Context: an optimization exercise on an open-source flow, tuned for small area. The choices shown serve that exercise and are no tape-out recipe. In this exercise RTL edits were held to simulation tests only and were not proved equivalent to the original.

==> flow/design.v, too long to show whole: its modules and the start of the top module <==
// module fa_mac_unit: 1441 lines
// module fa_mac_fa: 4 lines
// module fa_mac_ha: 4 lines
// module fa_mac_and: 3 lines
// module fa_mac_slot: 53 lines
module fa_mac_slot (
    input  wire         clk,
    input  wire         gsr,
    input  wire         gwe,
    input  wire [63:0]  x,
    input  wire [63:0]  y,
    input  wire [3:0]   ce,
    input  wire [3:0]   rst,
    input  wire [3:0]   aclr,
    input  wire [3:0]   sub,
    input  wire [7:0]   op_mode,
    input  wire [3:0]   sign_x,
    input  wire [3:0]   sign_y,
    input  wire [3:0]   frac,
    input  wire [3:0]   in_delay,
    input  wire [7:0]   rnd,
    input  wire [3:0]   sat,
    input  wire [7:0]   out_fmt,
    input  wire [39:0]  cin,
    output wire [39:0]  cout,
    output wire [159:0] out
);
  // ...
==> flow/flow/run.sh <==
#!/bin/bash
# The standard layout (the standard.sh: standard synthesis, floorplan,
# placement, CTS, routing), except that the buffers placed on the input and
# output ports are the smallest buffer cell instead of the default delay cell.
set -euo pipefail
export BUFFER_PORTS_ARGS="-buffer_cell sky130_fd_sc_hd__buf_1"
bash standard.sh > standard.log 2>&1
==> flow/standard.sh <==
#!/bin/bash
# synth_recipe.tcl (not shown) runs the flow's synth.tcl, then flattens the netlist and writes it again
# the make line also repeats each setting of config.mk as NAME=value (left out here)
make -C /OpenROAD-flow-scripts/flow DESIGN_CONFIG=/design/flow/config.mk WORK_HOME=/design/flow/orfs CLKGATE_MAP_FILE= SYNTH_SCRIPT=/design/flow/synth_recipe.tcl "${@:-finish}"
==> flow/config.mk <==
export PLATFORM = sky130hd
export DESIGN_NAME = fa_mac_slot
export DESIGN_NICKNAME = fa_mac_slot
export VERILOG_FILES = /design/flow/design.v
export SDC_FILE = /design/flow/constraint.sdc
export NUM_CORES = 4
export LEC_CHECK = 0
export CAP_MARGIN = 20
export CORE_MARGIN = 2
export CORE_UTILIZATION = 80
export CTS_BUF_LIST = sky130_fd_sc_hd__clkbuf_16
export CTS_CLUSTER_DIAMETER = 80
export CTS_CLUSTER_SIZE = 30
export SLEW_MARGIN = 20
export SYNTH_HIERARCHICAL = 1
export SYNTH_MINIMUM_KEEP_SIZE = 0
==> flow/constraint.sdc <==
create_clock -name core_clock -period 12.0 [get_ports {clk}]
set_input_delay 2.4000 -clock core_clock [delete_from_list [all_inputs] [get_ports {clk}]]
set_output_delay 2.4000 -clock core_clock [all_outputs]
set_load 0.01 [all_outputs]
==> run notes, run 1 <==
Yosys:
- The number of instances in the synthesized netlist is 6128.
- After synthesis, the mean cell area works out to 10.0 µm².
- The multiplexer fraction of the synthesized cell area is 3.26%.
- The cell with the most instances after synthesis is sky130_fd_sc_hd__xnor2_1.
- The simple logic cell fraction of the synthesized area is 9.47%.
- The biggest area contributor in the post-synthesis netlist is sky130_fd_sc_hd__fa_1.
- The number of nets in the synthesized netlist is 7223.

Route:
- The detail route stage leaves a number of antenna-violating nets equal to 0.
- After detailed routing, the number of vias per cell comes to 7.40.
- The total via count after detailed routing is 53700.
- The number of design-rule violations left by the first detailed-router iteration is 9000.
- The first detailed-routing pass ran for 12 iterations.
- In this run the top signal layer used is met5.

Setup path:
- The class of the most critical setup path is reg2reg.
- STA classifies the critical path startpoint as a flip-flop.
- The endpoint class of the critical path is a flip-flop.

CTS:
- The number of setup buffers added after CTS is 0.
- The number of clock sinks seen by CTS is 604.
- Gates resized during post-CTS repair numbered 0.
- Clock-pin slew was measured on the worst setup and hold paths at 0.10 ns.

Finish:
- Counting flops per register, the top entry is g_unit.unit.z3.
- Of the total standard cell area in the layout, the sequential portion is 20.7%.
- Multi-input logic gates represent a cell area share of 69.7%.
- The area occupied by multi-input gates is 45300 µm².
- The repair_antennas step left the layout with diodes totalling 6.

Place:
- Detailed placement finished with a half-perimeter wire length of 143000 µm.
- During placement, the flow inserted port buffers numbering 430.

Floorplan:
- The core outline area is 75900 µm².
- The die area is 79100 µm².

STA:
- The final clock skew is 0.0474 ns.

Min path:
- The worst min-delay path startpoint is g_unit[3].unit.k0$_SDFFE_PP1P_.

Status:
- The flow ran to the end and the layout has no timing, DRC or antenna violations.
==> run 2, diff against run 1 <==
--- a/flow/design.v
+++ b/flow/design.v
@@ -15,21 +15,19 @@
     input  wire        in_delay,
     input  wire [1:0]  rnd,
     input  wire        sat,
     input  wire [1:0]  out_fmt,
     input  wire [39:0] cin,
     output wire [39:0] cout,
     output reg  [39:0] out
 );
-    reg  [1:0] mode_r;
     reg        sign_x_r, sign_y_r, frac_r;
     always @(posedge clk) begin
-        mode_r <= op_mode; sign_x_r <= sign_x; sign_y_r <= sign_y;
-        frac_r <= frac;
+        sign_x_r <= sign_x; sign_y_r <= sign_y; frac_r <= frac;
     end
     wire clear   = gsr | (gwe & rst);
     wire advance = gwe & ce & ~rst & ~gsr;
     wire load    = advance | clear;
     reg [15:0] x0, y0;
     reg        aclr0, sub0, k0;
     always @(posedge clk) begin
         if (advance) begin
@@ -1131,18 +1129,18 @@
         p2[30:1]  <= (v[30:1] & {30{p_v}})  | (p2[30:1] & {30{p_h}})  | {30{p_1lo}};
         p2[0]     <= (v[0] & p_v)           | (p2[0] & p_h)           | p_10;
     end
     always @(posedge clk) begin
         if (clear)        aclr2 <= 1'b0;
         else if (advance) aclr2 <= aclr1 & ~k1;
     end
     reg  [39:0] z3;
-    wire sel_z = (mode_r == 2'b01) & ~aclr2;
-    wire sel_c = (mode_r == 2'b10);
+    wire sel_z = (op_mode == 2'b01) & ~aclr2;
+    wire sel_c = (op_mode == 2'b10);
     wire [39:0] base = (z3 & {40{sel_z}}) | (cin & {40{sel_c}});
     wire [39:0] sum;
     wire        sum40;
   wire a_s1;
   wire a_c1;
   wire a_s2;
   wire a_c2;
   wire a_s3;
==> flow/config.mk (replaced) <==
export PLATFORM = sky130hd
export DESIGN_NAME = fa_mac_slot
export DESIGN_NICKNAME = fa_mac_slot
export VERILOG_FILES = /design/flow/design.v
export SDC_FILE = /design/flow/constraint.sdc
export NUM_CORES = 4
export LEC_CHECK = 0
export CAP_MARGIN = 20
export CORE_MARGIN = 2
export CORE_UTILIZATION = 85
export CTS_BUF_LIST = sky130_fd_sc_hd__clkbuf_4 sky130_fd_sc_hd__clkbuf_8
export CTS_CLUSTER_DIAMETER = 60
export CTS_CLUSTER_SIZE = 15
export SLEW_MARGIN = 20
export SYNTH_HIERARCHICAL = 1
export SYNTH_MINIMUM_KEEP_SIZE = 0
==> run 2 against run 1 <==
Compared with the run above: still clean; sequential share of layout area down 0.15 points; via count up 8.0%; clock skew increased by 0.014 ns; wire length grew 14%; final cell count is 0.84% lower; first-iteration DRC count rose by 44%; largest cell class unchanged.
==> run notes, run 2 <==
Finish:
- In the final layout, flip-flops and latches occupy 13300 µm².
- The register with the most flip-flops is g_unit.unit.z3.
- For this run, the post-layout net count is 7290.
- In the final layout, the share of cells above drive strength 1 is 6.21%.
- The signed area change from the synthesized netlist to the final layout is 5.46%.
- In the final layout, the registers with the most flip-flops are g_unit.unit.z3 (160), g_unit.unit.p2 (140).
- The post-layout instance count excluding filler cells is 7194.
- The area occupied by multi-input gates is 45300 µm² (+0.11%).
- Fill cells in the final layout number 2835.
- The register with the most flip-flops in the layout has 160 of them.
- The most common cell after layout, fill and taps aside is sky130_fd_sc_hd__xnor2_1.
- Leaving out fill and tap cells, the most frequent cells in the layout are sky130_fd_sc_hd__xnor2_1, sky130_fd_sc_hd__fa_1, sky130_fd_sc_hd__a22oi_1, sky130_fd_sc_hd__dfxtp_1, sky130_fd_sc_hd__nand2_1.

Yosys:
- The cell with the most instances after synthesis is sky130_fd_sc_hd__xnor2_1.
- The post-synthesis cell area is 61300 µm².
- The fraction of synthesis flops using an asynchronous set or reset pin is 0%.
- Yosys mapped the design onto 55 distinct sky130hd cell types.
- The net count after synthesis is 7215 (-0.11%).
- By area the synthesized netlist is led by sky130_fd_sc_hd__fa_1, sky130_fd_sc_hd__dfxtp_1, sky130_fd_sc_hd__xnor2_1, sky130_fd_sc_hd__edfxtp_1, sky130_fd_sc_hd__a22oi_1.
- Sequential cells were found to cover 21.7% of the synthesized design area.
- The share of synthesized area in the top cell type comes to 22.7%.
- The number of instances in the synthesized netlist is 6120 (-0.13%).
- The mean area per synthesized cell is 10.0 µm² (-0.13%).
- The largest total area in the synthesized netlist belongs to sky130_fd_sc_hd__fa_1.
- After synthesis the netlist holds a flip-flop and latch count of 596.
- For this run, the number of Yosys warnings is 8.
- The number of flops mapped to enable cells by yosys is 136.
- Ranked by instance count, the synthesized netlist is headed by sky130_fd_sc_hd__xnor2_1, sky130_fd_sc_hd__fa_1, sky130_fd_sc_hd__clkbuf_1.
- The prevailing post-synth register cell is sky130_fd_sc_hd__dfxtp_1.

Floorplan:
- From bottom edge to top edge, the die measures 273 µm.
- The starting density of the core is 85.7%.
- The number of standard-cell rows in the floorplan is 98.
- The I/O pin total is 431.
- The die area is 74300 µm² (-6.0%).
- The floorplan die width is 273 µm.
- The core outline area is 71500 µm² (-5.9%).

CTS:
- The clock transition at the registers of the reported paths was 0.12 ns (+0.02 ns).
- The largest buffer count on any clock path is 3.
- The H-tree was split into 2 levels.
- TritonCTS built the clock tree.
- Buffers inserted during clock tree synthesis total 56.
- The number of hold-repair buffers added at the cts stage is 0.
- The number of clock sinks seen by CTS is 596 (-1.3%).
- Clock tree synthesis selected as its root buffer the cell sky130_fd_sc_hd__clkbuf_8.
- The post-cts resize count is 0 (unchanged).
- For the worst-skew pair, the clock arrives at the later sink with an insertion delay of 0.79 ns.
- The post-CTS setup buffer count is 0 (unchanged).

Min path:
- Along the worst hold path, the cell count comes to 2.
- The kind of path behind the tightest hold check is reg2reg.
- In this run the most critical hold path is launched from g_unit[3].unit.k0$_SDFFE_PP1P_.
- The terminating pin of the worst hold path is g_unit[3].unit.k0$_SDFFE_PP1P_.

Route:
- The total length of routed wires is 227000 µm.
- The number of design-rule violations left by the first detailed-router iteration was 12900 (+44%).
- The wire length per cell is 31.5 µm.
- In the routed design, unresolved DRC markers number 0.
- The total iterations of the first detailed-routing run was 23 (+11).
- The number of vias per cell is 8.06 (+8.9%).
- The residual antenna-violating net count after detailed routing is 0 (unchanged).
- The total via count after detailed routing is 58000 (+8.0%).

STA:
- The fraction of the cycle the final worst path needs is 96.5%.
- In this run the tightest slew margin relative to its limit is 19.2%.
- For the pin with the worst max-slew slack, the measured transition is 1.21 ns.
- The count of endpoints failing setup in the final report is 0.
- The total count of hold-check failures in the final report was 0.
- Static timing analysis puts the maximum clock frequency at 86.3 MHz.
- The worst path needs 11.58 ns of the cycle, external delays included.
- The final clock skew is 0.0615 ns (+0.0141 ns).
- Setup repair after global routing left no endpoint under its margin.
- The summed negative setup slack over all endpoints is 0 ns.
- The number of max-slew violations in the final report is 0.

Place:
- The count of buffers inserted at the top-level ports is 430 (unchanged).
- In this run, placement finished with an instance count of 7084.
- The detailed-placement wirelength estimate is 149000 µm (+4.3%).
- Routability-driven placement finished with a final weighted congestion of 1.04.

Setup path:
- The number of stages on the worst setup path is 26.
- Of all nets on the critical path, the largest fanout is 34.
- The kind of cell with the highest combined delay on the critical path is adder cells.
- Counting cells, the worst reg-to-reg path comes to 26.
- For flop-to-flop paths, the worst setup slack is 0.42 ns.
- The startpoint of the lowest-slack register-to-register path is g_unit[2].unit.frac_r$_DFF_P_.
- The class of the most critical setup path is reg2reg.
- The nature of the critical path startpoint is a flip-flop.
- The worst setup path is captured at a flip-flop.
- The data arrival time of the worst path is 12.30 ns.
- The endpoint identified for the worst register-to-register timing path is g_unit[2].unit.p2[11]$_DFF_P_.
- The sum of buffers and inverters on the critical path is 1.
- For this design, the slowest cell found on the critical path is sky130_fd_sc_hd__dfxtp_1.
- The critical path's largest stage delay is 1.04 ns.
- The required time at the worst-slack endpoint is 12.72 ns.
- The most frequent cell on the critical path is sky130_fd_sc_hd__fa_1.

GRT:
- The number of global-route vias before repair came to 58500.
- The total congestion overflow after global routing is 0.
- The initial antenna violation count came to 20.
- The pin count of the biggest net entering global routing is 77.
- The first global-routing pass estimated 342000 µm of wire.
- In the global route stage, overall resource usage came out at 60.2%.

Status:
- The run finished with no timing, DRC or antenna violations.

Flow run:
- The count of maximum capacitance violations is 0.
## run 2: worst register-to-register path, cell delays in order (launching register included)
cell	delay (ns)
sky130_fd_sc_hd__dfxtp_1	1.04
sky130_fd_sc_hd__nor3b_1	0.17
sky130_fd_sc_hd__a21oi_1	0.76
sky130_fd_sc_hd__o22ai_1	0.20
sky130_fd_sc_hd__xnor2_1	0.19
sky130_fd_sc_hd__ha_1	0.36
sky130_fd_sc_hd__fa_1	0.44
sky130_fd_sc_hd__fa_1	0.45
sky130_fd_sc_hd__fa_1	0.44
sky130_fd_sc_hd__fa_1	0.41
sky130_fd_sc_hd__fa_1	0.41
sky130_fd_sc_hd__fa_1	0.40
sky130_fd_sc_hd__fa_1	0.40
sky130_fd_sc_hd__fa_1	0.41
sky130_fd_sc_hd__fa_1	0.40
sky130_fd_sc_hd__fa_1	0.41
sky130_fd_sc_hd__fa_1	0.53
sky130_fd_sc_hd__fa_1	0.61
sky130_fd_sc_hd__fa_1	0.52
sky130_fd_sc_hd__fa_1	0.70
sky130_fd_sc_hd__a21o_1	0.38
sky130_fd_sc_hd__a32o_1	0.28
sky130_fd_sc_hd__or4_4	0.52
sky130_fd_sc_hd__a21boi_4	0.16
sky130_fd_sc_hd__a311oi_4	0.28
sky130_fd_sc_hd__buf_4	0.39
sky130_fd_sc_hd__a221o_1	0.26
## run 2: worst max path at each step
stage | start | endpoint | slack, ns
finish | g_unit[2].unit.frac_r$_DFF_P_ | g_unit[2].unit.p2[11]$_DFF_P_ | 0.42
global route | g_unit[2].unit.frac_r$_DFF_P_ | g_unit[2].unit.p2[5]$_DFF_P_ | 0.26
CTS | g_unit[2].unit.frac_r$_DFF_P_ | g_unit[2].unit.p2[22]$_DFF_P_ | 1.07
detailed placement | op_mode[6] | g_unit[3].unit.z3[9]$_DFF_P_ | 1.06
global placement | op_mode[2] | g_unit[1].unit.z3[3]$_DFF_P_ | 1.33
floorplan | op_mode[0] | g_unit[0].unit.z3[36]$_DFF_P_ | 1.93
## run 2: Yosys stat by module, one instance, submodules excluded, a selection
module       flops+latches  cells inside  cell area [µm²]
fa_mac_ha                0             1             12.5
fa_mac_fa                0             1             20.0
fa_mac_unit            149          1289            11300
fa_mac_and               0             1             6.26
## run 2: area by class of cell
class / instances / area share [%]
antenna: 9 / 0.0348
timing repair buffer: 613 / 4.65
multi-input combinational: 4784 / 70.1
clock inverter: 20 / 0.526
tap: 950 / 1.84
inverter: 144 / 0.836
sequential: 596 / 20.6
clock buffer: 78 / 1.47
## run 2: stage by stage
step	util [%]	hold WS [ns]	cell area [µm²]	setup WS (ns)
CTS	90.2	0.457	64500	1.07
detailed placement	88.4	0.443	63200	1.06
global placement	88.4	0.432	63200	1.33
finish	90.4	0.458	64600	0.419
floorplan	-	0.421	61300	1.93
global route	90.4	0.471	64600	0.264
## run 2: cells by family (layout without fill, tap and decap cells)
family | after synthesis | count (layout) | synth area share [%]
multiplexers | 200 | 200 | 3.27
buffers and inverters | 740 | 855 | 4.83
adder cells (fa/ha/maj) | 864 | 864 | 26.2
flip-flops | 596 | 596 | 21.7
AO/OA/AOI/OAI | 1608 | 1608 | 20.1
other | 0 | 9 | 0
XOR/XNOR | 992 | 992 | 14.5
AND/OR/NAND/NOR | 1120 | 1120 | 9.50
## run 2: metal layers
layer  GRT usage, %  wire length, µm
met1           68.3            67600
met2           86.5            93800
met3           30.0            40000
met4           46.5            25000
met5           3.08              504
==> run 3, diff against run 2 <==
--- a/flow/config.mk
+++ b/flow/config.mk
@@ -7,7 +7,7 @@
 export LEC_CHECK = 0
 export CAP_MARGIN = 20
 export CORE_MARGIN = 2
-export CORE_UTILIZATION = 85
+export CORE_UTILIZATION = 80
 export CTS_BUF_LIST = sky130_fd_sc_hd__clkbuf_4 sky130_fd_sc_hd__clkbuf_8
 export CTS_CLUSTER_DIAMETER = 60
 export CTS_CLUSTER_SIZE = 15
==> run 3 against run 2 <==
Compared with the run above: register-to-register slack improved by 0.73 ns; area after synthesis unchanged; highest routed layer unchanged; non-clock buffer count increased by 8; largest cell class unchanged; still clean.
==> run notes, run 3 <==
Status:
- The flow ran to the end and the layout has no timing, DRC or antenna violations.

CTS:
- The post-cts resize count was 0 (unchanged).
- TritonCTS built the clock tree.
- The number of clock sinks seen by CTS is 596 (unchanged).
- The maximum level of the CTS H-tree was 2 (unchanged).
- The number of hold-repair buffers added at the cts stage came to 0 (unchanged).
- The root cell of the clock tree is sky130_fd_sc_hd__clkbuf_8.
- The number of buffers created by CTS came to 56 (unchanged).
- The clock transition at the registers of the reported paths came to 0.10 ns (-0.02 ns).
- The largest buffer count on any clock path is 3 (unchanged).
- The clock latency of the later-clocked register in the worst-skew pair is 0.74 ns (-0.05 ns).
- The post-CTS setup buffer count is 0 (unchanged).

Yosys:
- The fraction of synthesized cell area in xor and xnor cells came to 14.5% (unchanged).
- The post-synthesis sequential area ratio was 21.7% (unchanged).
- The commonest cells after synthesis are sky130_fd_sc_hd__xnor2_1, sky130_fd_sc_hd__fa_1, sky130_fd_sc_hd__clkbuf_1.
- The post-synthesis adder-cell area fraction is 26.2% (unchanged).
- The net count after synthesis is 7215 (unchanged).
- The prevailing post-synth register cell is sky130_fd_sc_hd__dfxtp_1.
- The multiplexer fraction of the synthesized cell area was 3.27% (unchanged).
- The most area-hungry cell type in the Yosys netlist is sky130_fd_sc_hd__fa_1.
- The dominant combinational cell family by area after synthesis is adder cells.
- The fraction of synthesis flops using an asynchronous set or reset pin came to 0% (unchanged).
- The number of flops mapped to enable cells by yosys is 136 (unchanged).
- The post-synthesis cell area is 61300 µm² (unchanged).
- Ranked by total cell area, the synthesized netlist is headed by sky130_fd_sc_hd__fa_1, sky130_fd_sc_hd__dfxtp_1, sky130_fd_sc_hd__xnor2_1, sky130_fd_sc_hd__edfxtp_1, sky130_fd_sc_hd__a22oi_1.
- The count of cell types in the netlist is 55 (unchanged).
- The count of synthesis-stage warnings from yosys is 8 (unchanged).
- The number of instances in the synthesized netlist came to 6120 (unchanged).
- The simple logic cell fraction of the synthesized area is 9.50% (unchanged).
- The compound-cell area share of the yosys netlist was 20.1% (unchanged).
- The mean area per synthesized cell is 10.0 µm² (unchanged).
- The top cell type's share of synthesized area was 22.7% (unchanged).
- The register bit total from synthesis is 596 (unchanged).
- Yosys instantiated no cell more often than sky130_fd_sc_hd__xnor2_1.

Setup path:
- The data arrival time of the worst path is 11.53 ns (-0.77 ns).
- The slowest library cell on the worst path is sky130_fd_sc_hd__dfxtp_1.
- The biggest fanout along the worst timing path is 34 (unchanged).
- The origin of the worst setup path is g_unit[0].unit.sub1$_DFF_P_.
- The critical path's largest stage delay was 0.90 ns (-0.14 ns).
- The class of the most critical setup path is reg2reg.
- In this run the critical register-to-register path is launched from g_unit[0].unit.sub1$_DFF_P_.
- The worst setup path is launched from a flip-flop.
- The endpoint class of the critical path is a flip-flop.
- The most frequent cell on the critical path is sky130_fd_sc_hd__fa_1.
- The required time at the worst-slack endpoint is 12.68 ns (-0.04 ns).

GRT:
- The total congestion overflow after global routing is 0 (unchanged).
- The total global-route track usage was 51.6% (-8.6 points).
- The wire length of the first global-routing pass is 313000 µm (-8.5%).
- The pin count of the biggest net entering global routing is 77 (unchanged).
- The number of global-route vias before repair is 54000 (-7.6%).
- The initial antenna violation count is 14 (-30%).

Finish:
- The signed area change from the synthesized netlist to the final layout is 5.52% (about the same).
- The post-layout instance count excluding filler cells came to 7286 (+1.3%).
- The number of nets in the final layout is 7298 (+0.11%).
- In the layout the commonest cells are sky130_fd_sc_hd__xnor2_1, sky130_fd_sc_hd__fa_1, sky130_fd_sc_hd__a22oi_1, sky130_fd_sc_hd__dfxtp_1, sky130_fd_sc_hd__nand2_1.
- In the final layout, the registers with the most flip-flops are g_unit.unit.z3 (160), g_unit.unit.p2 (140).
- The most common cell after layout, fill and taps aside is sky130_fd_sc_hd__xnor2_1.
- The layout cell share with drive strength beyond 1 is 6.37% (+0.16 points).
- The register with the most flip-flops is g_unit.unit.z3.
- The cell area after layout came to 64700 µm² (about the same).
- The number of flip-flops in the largest register is 160 (unchanged).

Place:
- The count of placed standard cells including taps is 7172 (+1.2%).
- The detailed-placement wirelength estimate is 146000 µm (-1.9%).
- The count of buffers inserted at the top-level ports is 430 (unchanged).
- The weighted congestion reported at the end of routability-driven placement is 1.04 (about the same).
- The placement-stage cell area is 63400 µm² (+0.22%).

STA:
- Setup repair after global routing left no endpoint under its margin.
- The final critical-path required period is 10.85 ns (-0.730 ns).
- The count of endpoints failing setup in the final report is 0 (unchanged).
- The transition time of the tightest slew-check pin is 1.17 ns (-0.0449 ns).
- The highest achievable clock rate was 92.2 MHz (+6.7%).
- The summed negative setup slack over all endpoints is 0 ns (unchanged).
- The number of max-slew violations in the final report was 0 (unchanged).
- The final clock skew is 0.0399 ns (-0.0216 ns).
- The fraction of the cycle the final worst path needs is 90.4% (-6.1 points).
- The worst-case headroom to the max-slew limit is 21.6% (+2.5 points).
- The total count of hold-check failures in the final report came to 0 (unchanged).

Route:
- The total via count after detailed routing was 54500 (-6.1%).
- The number of vias per cell is 7.48 (-7.3%).
- The number of remaining DRC errors is 0 (unchanged).
- The total length of routed wires was 205000 µm (-9.7%).
- The total iterations of the first detailed-routing run is 12 (-48%).
- The residual antenna-violating net count after detailed routing came to 0 (unchanged).
- The number of design-rule violations left by the first detailed-router iteration is 9628 (-26%).
- The wire length per cell is 28.1 µm (-11%).

Floorplan:
- The number of standard-cell rows in the floorplan is 101 (+3.1%).
- The starting density of the core is 80.7% (-5.0 points).
- The vertical extent of the die is 281 µm (+3.0%).
- The die area was 78800 µm² (+6.2%).
- The floorplan die width was 281 µm (+3.0%).
- The I/O pin total was 431 (unchanged).
- The core outline area is 75900 µm² (+6.2%).

Flow run:
- The count of maximum capacitance violations is 0 (unchanged).

Min path:
- The min-delay analysis places its worst path in the category reg2reg.
- The worst min-delay path startpoint is g_unit[0].unit.k0$_SDFFE_PP1P_.
## run 3: changes by cell type in the layout (fill, tap and decap cells not counted), sizes merged
cell,before,now
buf,611,617
clkinv,9,14
bufinv,5,1
clkbuf,80,83
diode,9,6
inv,148,151
clkinvlp,2,4
## run 3: cell type report
class / instances / area, µm²
multi-input cells: 4784 / 45300
flip-flops and latches: 596 / 13300
fillers: 4049 / 11300
repair buffers: 621 / 3070
well taps: 1030 / 1290
clock buffers: 79 / 950
inverters: 144 / 541
clock inverters: 26 / 262
diodes: 6 / 15.0
## run 3: final timing paths
path              depth (start not counted)  slack (ns)                              to
setup / recovery                         25        1.15   g_unit[0].unit.p2[16]$_DFF_P_
hold / removal                            2        0.45  g_unit[0].unit.k0$_SDFFE_PP1P_
setup reg to reg                         25        1.15   g_unit[0].unit.p2[16]$_DFF_P_
hold reg to reg                           2        0.45  g_unit[0].unit.k0$_SDFFE_PP1P_
## run 3: modules after synthesis (local to each module, per instance), excerpt
module	times used	cells inside	flops+latches
fa_mac_unit	4	1289	149
fa_mac_fa	696	1	0
fa_mac_ha	108	1	0
fa_mac_and	160	1	0
## run 3: worst max-delay path, delay by kind of cell, from the launching register on
| kind | cells | cell delay [ns] |
|---|---|---|
| xor+xnor | 2 | 1.06 |
| fa+ha+maj | 13 | 5.56 |
| buf+inv | 3 | 1.26 |
| compound gates | 5 | 1.23 |
| flops | 1 | 0.90 |
| simple gates | 2 | 0.76 |
## run 3: logic make-up (layout without fill, tap and decap cells)
| family | Yosys count | count (layout) |
|---|---|---|
| AO/OA/AOI/OAI | 1608 | 1608 |
| XOR/XNOR | 992 | 992 |
| adder cells (fa/ha/maj) | 864 | 864 |
| buffers and inverters | 740 | 870 |
| flip-flops | 596 | 596 |
| multiplexers | 200 | 200 |
| other | 0 | 6 |
| AND/OR/NAND/NOR | 1120 | 1120 |
## run 3: per-stage QoR
| stage | hold slack, ns | worst slack (ns) | util [%] |
|---|---|---|---|
| finish | 0.454 | 1.15 | 85.2 |
| global route | 0.471 | 0.862 | 85.1 |
| detailed placement | 0.436 | 1.12 | 83.4 |
| CTS | 0.450 | 1.33 | 85.0 |
| floorplan | 0.421 | 1.93 | - |
| global placement | 0.430 | 1.43 | 83.4 |
## run 3: routing by layer
metal	part of all wire (%)	GRT usage [%]	vias to the layer above
li1	-	-	22000
met1	34	65.6	26000
met2	43	77.0	5001
met3	15	17.5	1405
met4	7.5	30.2	20
met5	0.058	0	-
==> run 4, diff against run 3 <==
==> flow/flow/run.sh (replaced) <==
#!/bin/bash
# The standard layout (standard.sh), run in two parts:
# 1. the standard synthesis, unchanged;
# 2. floorplan to final layout, where
#    - the buffers placed on the input and output ports are the smallest
#      buffer cell (buf_1) instead of the default delay cell, and
#    - the repair steps may buffer nets only with the small buffers
#      buf_1 and buf_2 (buf_4 and larger are marked don't-use after
#      synthesis).
set -euo pipefail
bash standard.sh synth > standard_synth.log 2>&1
export BUFFER_PORTS_ARGS="-buffer_cell sky130_fd_sc_hd__buf_1"
export DONT_USE_CELLS="sky130_fd_sc_hd__buf_4 sky130_fd_sc_hd__buf_6 sky130_fd_sc_hd__buf_8 sky130_fd_sc_hd__buf_12 sky130_fd_sc_hd__buf_16"
bash standard.sh > standard.log 2>&1
==> run 4 against run 3 <==
Compared with the run above: global-route usage is the same; final cell count unchanged; sequential share of layout area unchanged; die area stayed put; critical path depth is the same; wire length unchanged; clock-buffer cell count did not move; critical path type unchanged.
==> run notes, run 4 <==
Yosys:
- The net count after synthesis was 7215 (unchanged).
- The register bit total from synthesis is 596 (unchanged).
- The top cell type's share of synthesized area is 22.7% (unchanged).
- The mean area per synthesized cell is 10.0 µm² (unchanged).
- The cell with the most instances after synthesis is sky130_fd_sc_hd__xnor2_1.
- Sorting the synthesized cells by how often they occur yields sky130_fd_sc_hd__xnor2_1, sky130_fd_sc_hd__fa_1, sky130_fd_sc_hd__clkbuf_1.
- The post-synthesis sequential area ratio is 21.7% (unchanged).
- The count of synthesis-stage warnings from yosys came to 8 (unchanged).
- Sorting the synthesized cells by area gives the leading types as sky130_fd_sc_hd__fa_1, sky130_fd_sc_hd__dfxtp_1, sky130_fd_sc_hd__xnor2_1, sky130_fd_sc_hd__edfxtp_1, sky130_fd_sc_hd__a22oi_1.
- The fraction of synthesis flops using an asynchronous set or reset pin is 0% (unchanged).
- The post-synthesis cell area is 61300 µm² (unchanged).
- The prevailing post-synth register cell is sky130_fd_sc_hd__dfxtp_1.
- The number of flops mapped to enable cells by yosys was 136 (unchanged).
- The count of cell types in the netlist was 55 (unchanged).
- The number of instances in the synthesized netlist is 6120 (unchanged).
- The most area-hungry cell type in the Yosys netlist is sky130_fd_sc_hd__fa_1.

Route:
- The total length of routed wires came to 205000 µm (unchanged).
- The residual antenna-violating net count after detailed routing is 0 (unchanged).
- The number of design-rule violations left by the first detailed-router iteration was 9628 (unchanged).
- The detailed-route wire length on metal 1 was 69400 µm (unchanged).
- The total length of routed met2 wires was 88400 µm (unchanged).
- The number of remaining DRC errors is 0 (unchanged).
- The total iterations of the first detailed-routing run came to 12 (unchanged).
- The number of vias per cell came to 7.48 (unchanged).
- The sum of met3 wire segment lengths after detailed routing is 31600 µm (unchanged).
- The highest layer used for signal routing is met5.
- The wire length per cell is 28.1 µm (unchanged).
- The total via count after detailed routing is 54500 (unchanged).

Place:
- The detailed-placement wirelength estimate is 146000 µm (unchanged).
- The weighted congestion reported at the end of routability-driven placement is 1.04 (unchanged).
- The count of buffers inserted at the top-level ports came to 430 (unchanged).
- The count of placed standard cells including taps came to 7172 (unchanged).

Finish:
- The number of flip-flops in the largest register was 160 (unchanged).
- The layout cell share with drive strength beyond 1 is 6.37% (unchanged).
- The library cell used most frequently in the layout, excluding fill and tap cells, is sky130_fd_sc_hd__xnor2_1.
- The library cells used most frequently in the layout, excluding fill and tap cells, are sky130_fd_sc_hd__xnor2_1, sky130_fd_sc_hd__fa_1, sky130_fd_sc_hd__a22oi_1, sky130_fd_sc_hd__dfxtp_1, sky130_fd_sc_hd__nand2_1.
- Counting flops per register, the top entry is g_unit.unit.z3.
- The post-layout instance count excluding filler cells is 7286 (unchanged).
- The final core area utilization is 85.2% (unchanged).
- The signed area change from the synthesized netlist to the final layout is 5.52% (unchanged).
- The largest registers in the layout are g_unit.unit.z3 (160), g_unit.unit.p2 (140).
- The number of nets in the final layout was 7298 (unchanged).

CTS:
- The clock transition at the registers of the reported paths was 0.10 ns (about the same).
- The number of hold-repair buffers added at the cts stage is 0 (unchanged).
- CTS placed an instance of sky130_fd_sc_hd__clkbuf_8 at the clock tree root.
- The number of buffers created by CTS is 56 (unchanged).
- The post-cts resize count was 0 (unchanged).
- The clock latency of the later-clocked register in the worst-skew pair is 0.74 ns (about the same).
- The maximum level of the CTS H-tree is 2 (unchanged).
- The post-CTS setup buffer count came to 0 (unchanged).
- The number of clock sinks seen by CTS is 596 (unchanged).
- The largest buffer count on any clock path is 3 (unchanged).
- TritonCTS built the clock tree.

Min path:
- The kind of path behind the tightest hold check is reg2reg.
- The terminating pin of the worst hold path is g_unit[0].unit.k0$_SDFFE_PP1P_.
- The worst hold path cell count is 2 (unchanged).
- The worst min-delay path startpoint is g_unit[0].unit.k0$_SDFFE_PP1P_.

Floorplan:
- The core outline area is 75900 µm² (unchanged).
- The die area was 78800 µm² (unchanged).
- The I/O pin total is 431 (unchanged).
- The number of standard-cell rows in the floorplan is 101 (unchanged).
- The starting density of the core came to 80.7% (unchanged).
- The floorplan die width is 281 µm (unchanged).
- The vertical extent of the die is 281 µm (unchanged).

GRT:
- The number of global-route vias before repair is 54000 (unchanged).
- The initial antenna violation count is 14 (unchanged).
- The total congestion overflow after global routing was 0 (unchanged).
- The total global-route track usage is 51.6% (unchanged).
- The pin count of the biggest net entering global routing is 77 (unchanged).
- The wire length of the first global-routing pass is 313000 µm (unchanged).

STA:
- The total count of hold-check failures in the final report is 0 (unchanged).
- The fraction of the cycle the final worst path needs is 90.4% (unchanged).
- The count of endpoints failing setup in the final report is 0 (unchanged).
- The highest achievable clock rate is 92.2 MHz (unchanged).
- The summed negative setup slack over all endpoints is 0 ns (unchanged).
- The number of max-slew violations in the final report is 0 (unchanged).
- Setup repair after global routing left no endpoint under its margin.
- The final clock skew is 0.0399 ns (unchanged).
- The transition time of the tightest slew-check pin was 1.17 ns (unchanged).
- The worst-case headroom to the max-slew limit is 21.6% (unchanged).
- The final critical-path required period is 10.85 ns (unchanged).

Flow run:
- The count of maximum capacitance violations is 0 (unchanged).

Setup path:
- The slowest library cell on the worst path is sky130_fd_sc_hd__dfxtp_1.
- The required time at the worst-slack endpoint came to 12.68 ns (about the same).
- The biggest fanout along the worst timing path came to 34 (unchanged).
- On the critical path the largest part of the delay comes from adder cells.
- The endpoint class of the critical path is a flip-flop.
- The flop-to-flop setup slack is 1.15 ns (about the same).
- The startpoint of the lowest-slack register-to-register path is g_unit[0].unit.sub1$_DFF_P_.
- The nature of the critical path startpoint is a flip-flop.
- The capture instance of the worst register-to-register path is g_unit[0].unit.p2[16]$_DFF_P_.
- The sum of buffers and inverters on the critical path is 3 (unchanged).
- The critical path's largest stage delay came to 0.90 ns (about the same).
- By startpoint and endpoint, the worst setup path is classified as reg2reg.
- The worst reg2reg path depth is 25 (unchanged).
- The most frequent cell on the critical path is sky130_fd_sc_hd__fa_1.
- The data arrival time of the worst path is 11.53 ns (about the same).

Status:
- The run finished with no timing, DRC or antenna violations.
## run 4: worst max path at each step
stage                                startpoint                       endpoint  slack [ns]  cells after the start
floorplan                            op_mode[0]  g_unit[0].unit.z3[36]$_DFF_P_        1.93                     25
global placement                     op_mode[6]  g_unit[3].unit.z3[31]$_DFF_P_        1.43                     23
detailed placement                   op_mode[6]  g_unit[3].unit.z3[29]$_DFF_P_        1.12                     23
CTS                 g_unit[0].unit.sub1$_DFF_P_  g_unit[0].unit.p2[16]$_DFF_P_        1.33                     24
global route        g_unit[0].unit.sub1$_DFF_P_  g_unit[0].unit.p2[16]$_DFF_P_        0.86                     25
finish              g_unit[0].unit.sub1$_DFF_P_  g_unit[0].unit.p2[16]$_DFF_P_        1.15                     25
## run 4: final cells by class
| class | count | area [µm²] |
|---|---|---|
| repair buffers | 621 | 3070 |
| flip-flops and latches | 596 | 13300 |
| clock inverters | 26 | 262 |
| fillers | 4049 | 11300 |
| diodes | 6 | 15.0 |
| inverters | 144 | 541 |
| clock buffers | 79 | 950 |
| multi-input cells | 4784 | 45300 |
| well taps | 1030 | 1290 |
## run 4: cell families after synthesis
logic type	after synthesis	share of synthesized area (%)
fa+ha+maj	864	26.2
xor+xnor	992	14.5
compound gates	1608	20.1
buf+inv	740	4.83
flops	596	21.7
mux	200	3.27
simple gates	1120	9.50
## run 4: per-layer routing
| metal | global-route usage, % | vias up |
|---|---|---|
| met5 | 0 | - |
| met4 | 30.2 | 20 |
| met3 | 17.5 | 1405 |
| met2 | 77.0 | 5001 |
| met1 | 65.6 | 26000 |
| li1 | - | 22000 |
## run 4: tightest hold or removal path: cells and delay by family, from the launching register on
| kind | cells | cell delay, ns |
|---|---|---|
| flops | 1 | 0.32 |
| simple gates | 2 | 0.10 |
## run 4: modules after synthesis, one instance, submodules excluded, a selection
| module | copies in the design | area (µm²) | flip-flops and latches |
|---|---|---|---|
| fa_mac_and | 160 | 6.26 | 0 |
| fa_mac_fa | 696 | 20.0 | 0 |
| fa_mac_ha | 108 | 12.5 | 0 |
| fa_mac_unit | 4 | 11300 | 149 |
## run 4: per-stage QoR
step                      setup slack, ns  hold slack (ns)  instance area (µm²)
final                                1.15            0.454                64700
after global placement               1.43            0.430                63400
after floorplan                      1.93            0.421                61300
after global routing                0.862            0.471                64700
after CTS                            1.33            0.450                64600
after detailed placement             1.12            0.436                63400

static timing again, ports no longer ideal:
No port has a modelled driver above. Below, the same layouts with a new extraction and two added sets of constraints. Step 1: set_driving_cell puts a clkbuf_16 on clk and a buf_2 on each other input, an assumption about the parent block. Step 2 adds t to the input delays and takes it off the output delays; t is the mean of the earliest and latest rising clock arrival at the registers after step 1. Input paths then give back, and output paths get back, about the clock's delay inside the block. Three values: ideal, step 1, step 2; two values: the first two.
run | shift t [ns] | setup WS [ns] | worst hold slack (ns) | worst setup path after step 2 | slew at the worst register clock pin (ns)
run 1 | 0.683 | 1.338 / 1.338 / 1.338 | 0.447 / 0.447 / 0.447 | register to register | 0.11 / 0.11
run 2 | 0.832 | 0.419 / 0.419 / 0.419 | 0.458 / 0.458 / 0.458 | register to register | 0.12 / 0.12
run 3 | 0.796 | 1.149 / 1.149 / 0.996 | 0.454 / 0.454 / 0.454 | input to register | 0.10 / 0.10
run 4 | 0.796 | 1.149 / 1.149 / 0.996 | 0.454 / 0.454 / 0.454 | input to register | 0.10 / 0.10
After both steps every run listed still meets setup and hold.
